From an optimization exercise on the open Yosys and OpenROAD flow, aimed at small area, a short achievable clock period and few clock cycles; shortcuts taken in it are not production practice.
In this exercise RTL edits were held to simulation tests only and were not proved equivalent to the original.
No activity file was given, so power comes from the tool's default toggle rates.

## the baseline
Design cmd_rx_check, start of the top module:
module cmd_rx_check (
    input  wire         clk,
    input  wire         rst,           
    input  wire         in_valid,
    output wire         in_ready,
    input  wire [63:0]  in_data,
    input  wire         in_last,
    input  wire [3:0]   in_nbytes,     
    output reg          out_valid,
    output wire [2:0]   out_kind,
    output wire [7:0]   out_status,
    output wire [127:0] out_hdr
);
clock: 11.0 ns
lec_check: 0
cap_margin: 20
core_margin: 2
core_utilization: 40
cts_cluster_diameter: 120
cts_cluster_size: 25
place_density: 0.6
slew_margin: 20
synth_hierarchical: 1
synth_minimum_keep_size: 0
standard.sh (not shown) runs the stock make flow with config.mk's settings and CLKGATE_MAP_FILE= SYNTH_SCRIPT=/design/flow/synth_recipe.tcl, a recipe that flattens the netlist after the stock synthesis.
==> flow/flow/run.sh <==
#!/bin/bash
set -euo pipefail
MARGIN=$(cat flow/margin.txt)
bash standard.sh synth > synth.log 2>&1
bash standard.sh SETUP_SLACK_MARGIN=$MARGIN \
    "PRE_GLOBAL_PLACE_TCL=$PWD/flow/ports_out.tcl" \
    "BUFFER_PORTS_ARGS=-inputs -buffer_cell sky130_fd_sc_hd__buf_1" finish > layout.log 2>&1
==> flow/flow/margin.txt <==
7.5
==> flow/flow/ports_out.tcl <==
buffer_ports -outputs -buffer_cell sky130_fd_sc_hd__buf_2
Testbench counts of the baseline, summed over its fixed seeds: cycles 87,214.
### the baseline -> the candidate
Settings: CTS_CLUSTER_SIZE now 22, was 25; CTS_CLUSTER_DIAMETER now 110, was 120.
==> flow/flow/run.sh <==
#!/bin/bash
set -euo pipefail
MARGIN=$(cat flow/margin.txt)
bash standard.sh synth > synth.log 2>&1
bash standard.sh SETUP_SLACK_MARGIN=$MARGIN \
    "BUFFER_PORTS_ARGS=-buffer_cell sky130_fd_sc_hd__buf_2" finish > layout.log 2>&1
==> flow/flow/margin.txt <==
7.6
removed: flow/flow/ports_out.tcl
## What came out
In the reports for the baseline and the candidate, the larger final area belongs to the candidate. Share of power burned in combinational logic is lower on the baseline. Taking the baseline over the candidate, the non-clock buffer count in the final layout ratio works out to 0.41. Relative to the baseline, the candidate improves worst hold slack. Compared with the baseline, in the candidate core utilization rose 2.1 points; global-route wire length before repair rose about 3.6%; share of the clock period used by the worst path after layout fell 0.25 points; worst-skew pair later-pin latency about even; sequential share of layout area fell 1.7 points.

## JK
cmd_rx_check, a different RTL version from the one above (not shown whole).
Size in the first run: roughly 1,700 cells after synthesis, about 380 flip-flops, about 210 I/O pins.
==> flow/design.v (excerpt) <==
module cmd_rx_check (
    input  wire         clk,
    input  wire         rst,           
    input  wire         in_valid,
    output wire         in_ready,
    input  wire [63:0]  in_data,
    input  wire         in_last,
    input  wire [3:0]   in_nbytes,     
    output reg          out_valid,
    output wire [2:0]   out_kind,
    output wire [7:0]   out_status,
    output wire [127:0] out_hdr
);
Settings: LEC_CHECK=0, CAP_MARGIN=20, CORE_MARGIN=2, CORE_UTILIZATION=40, CTS_CLUSTER_DIAMETER=140, CTS_CLUSTER_SIZE=28, PLACE_DENSITY=0.6, SLEW_MARGIN=20, SYNTH_HIERARCHICAL=1, SYNTH_MINIMUM_KEEP_SIZE=0; clock period 11.0 ns.
==> flow/flow/run.sh <==
#!/bin/bash
set -euo pipefail
MARGIN=$(cat flow/margin.txt)
bash standard.sh synth > synth.log 2>&1
bash standard.sh SETUP_SLACK_MARGIN=$MARGIN \
    "BUFFER_PORTS_ARGS=-buffer_cell sky130_fd_sc_hd__buf_2" finish > layout.log 2>&1
==> flow/flow/margin.txt <==
7.6
Testbench counts of JK, summed over its fixed seeds: cycles 87,214.
The inputs of MS differ from those of JK as listed below.
Settings: CTS_CLUSTER_SIZE no longer set, was 28; CTS_CLUSTER_DIAMETER no longer set, was 140.
==> flow/flow/margin.txt <==
7.5
Notes after the runs:
Looking at combinational group share of total power, MS sits 6.9 points below JK. Clock power in MS vs JK: up 110%. Power density relative to cell area: MS > JK. Between JK and MS, the biggest fanout along the worst timing path is higher for MS.
What AL does differently from MS at the input level:
Settings: setting CTS_CLUSTER_SIZE to 25 for the first time; setting CTS_CLUSTER_DIAMETER to 120 for the first time.
Per the comparison of AL with MS, net switching share of the total power +3.3 points; depth of the most critical reg-to-reg path +1; fraction of area in registers +1.9 points; power density over the cells -about 7%; average wire per standard cell +about 0.43%. Detailed-routing iteration count for the pre-antenna-repair pass: AL vs MS up 1. MS leaves more setup margin than AL. MS and AL ended up with nearly the same transition time at the pin with the least slew margin.
## Diff of input files: TR against AL
Settings: a change of CTS_CLUSTER_DIAMETER from 120 to 150; a change of CTS_CLUSTER_SIZE from 25 to 30.
Looking at the reports, TR completed the entire flow and the layout it produced met the timing, design-rule and antenna checks. AL was carried through to the last stage, and its layout satisfied the timing, design-rule and antenna checks. Sequential share of layout area delta (AL -> TR): insignificant. There was hardly any difference in layout cell share with drive strength beyond 1 between AL and TR. Between TR and AL, the number of standard cells in the layout, taps in and fillers out figures differ only marginally. For AL, the cell at the slowest stage of the critical path was sky130_fd_sc_hd__xor2_1, unlike TR, where it was sky130_fd_sc_hd__dfxtp_1.

RTL: one of the versions met above, not the one the previous note started from.
For scale: roughly 1700 cells after synthesis, about 380 flip-flops, roughly 18000 µm² of cells after synthesis.
clock: 11.0 ns
lec_check: 0
cap_margin: 20
core_margin: 2
core_utilization: 40
cts_cluster_diameter: 120
cts_cluster_size: 25
place_density: 0.6
slew_margin: 20
synth_hierarchical: 1
synth_minimum_keep_size: 0
==> flow/flow/run.sh <==
#!/bin/bash
set -euo pipefail
MARGIN=$(cat flow/margin.txt)
bash standard.sh synth > synth.log 2>&1
bash standard.sh SETUP_SLACK_MARGIN=$MARGIN \
    "BUFFER_PORTS_ARGS=-buffer_cell sky130_fd_sc_hd__buf_1" finish > layout.log 2>&1
==> flow/flow/margin.txt <==
7.5
The baseline finished clean.
Testbench counts at the start, summed over its fixed seeds: cycles 87,214.
Then changed:
==> flow/flow/run.sh (replaced) <==
#!/bin/bash
set -euo pipefail
MARGIN=$(cat flow/margin.txt)
bash standard.sh synth > synth.log 2>&1
bash standard.sh SETUP_SLACK_MARGIN=$MARGIN \
    "BUFFER_PORTS_ARGS=-buffer_cell sky130_fd_sc_hd__buf_2" finish > layout.log 2>&1
=>
- The changed run passed the timing, design-rule and antenna checks
- global-route usage grows by 0.44 points
- cell count hardly moves
- power climbs by 1.1%
- routed wire length is higher by 1.9%

[port drivers added, routing unchanged]
The results above use ideal ports. As a check the final layouts listed here were re-extracted and re-timed, cells and wires unchanged. Step 1 assumes that a clkbuf_16 drives the clock port and a buf_2 every other input. Step 2 also shifts input and output timing later by t, the mid clock arrival at the registers, as if the neighbouring blocks saw the same clock. Three values: ideal, step 1, step 2; two values: the first two.
run	t (ns)	slack for setup (ns)	worst register clock-pin slew, ns	pins driven straight from the clock port
the baseline	0.591	7.576 / 7.523 / 7.309	0.10 / 0.10	1
the candidate	0.588	7.604 / 7.589 / 7.339	0.10 / 0.10	1
JK	0.597	7.619 / 7.564 / 7.239	0.12 / 0.12	1
MS	0.623	7.544 / 7.489 / 7.212	0.07 / 0.07	1
AL	0.601	7.500 / 7.496 / 7.242	0.11 / 0.11	1
TR	0.595	7.562 / 7.506 / 7.244	0.13 / 0.13	1
the first run of note 3	0.590	7.569 / 7.512 / 7.232	0.10 / 0.10	1
the second run of note 3	0.597	7.535 / 7.480 / 7.316	0.10 / 0.10	1
After both steps every run listed still meets setup and hold. For JK, which loses most, drivers alone change the setup slack by -0.055 ns; drivers and shift together by -0.380 ns.
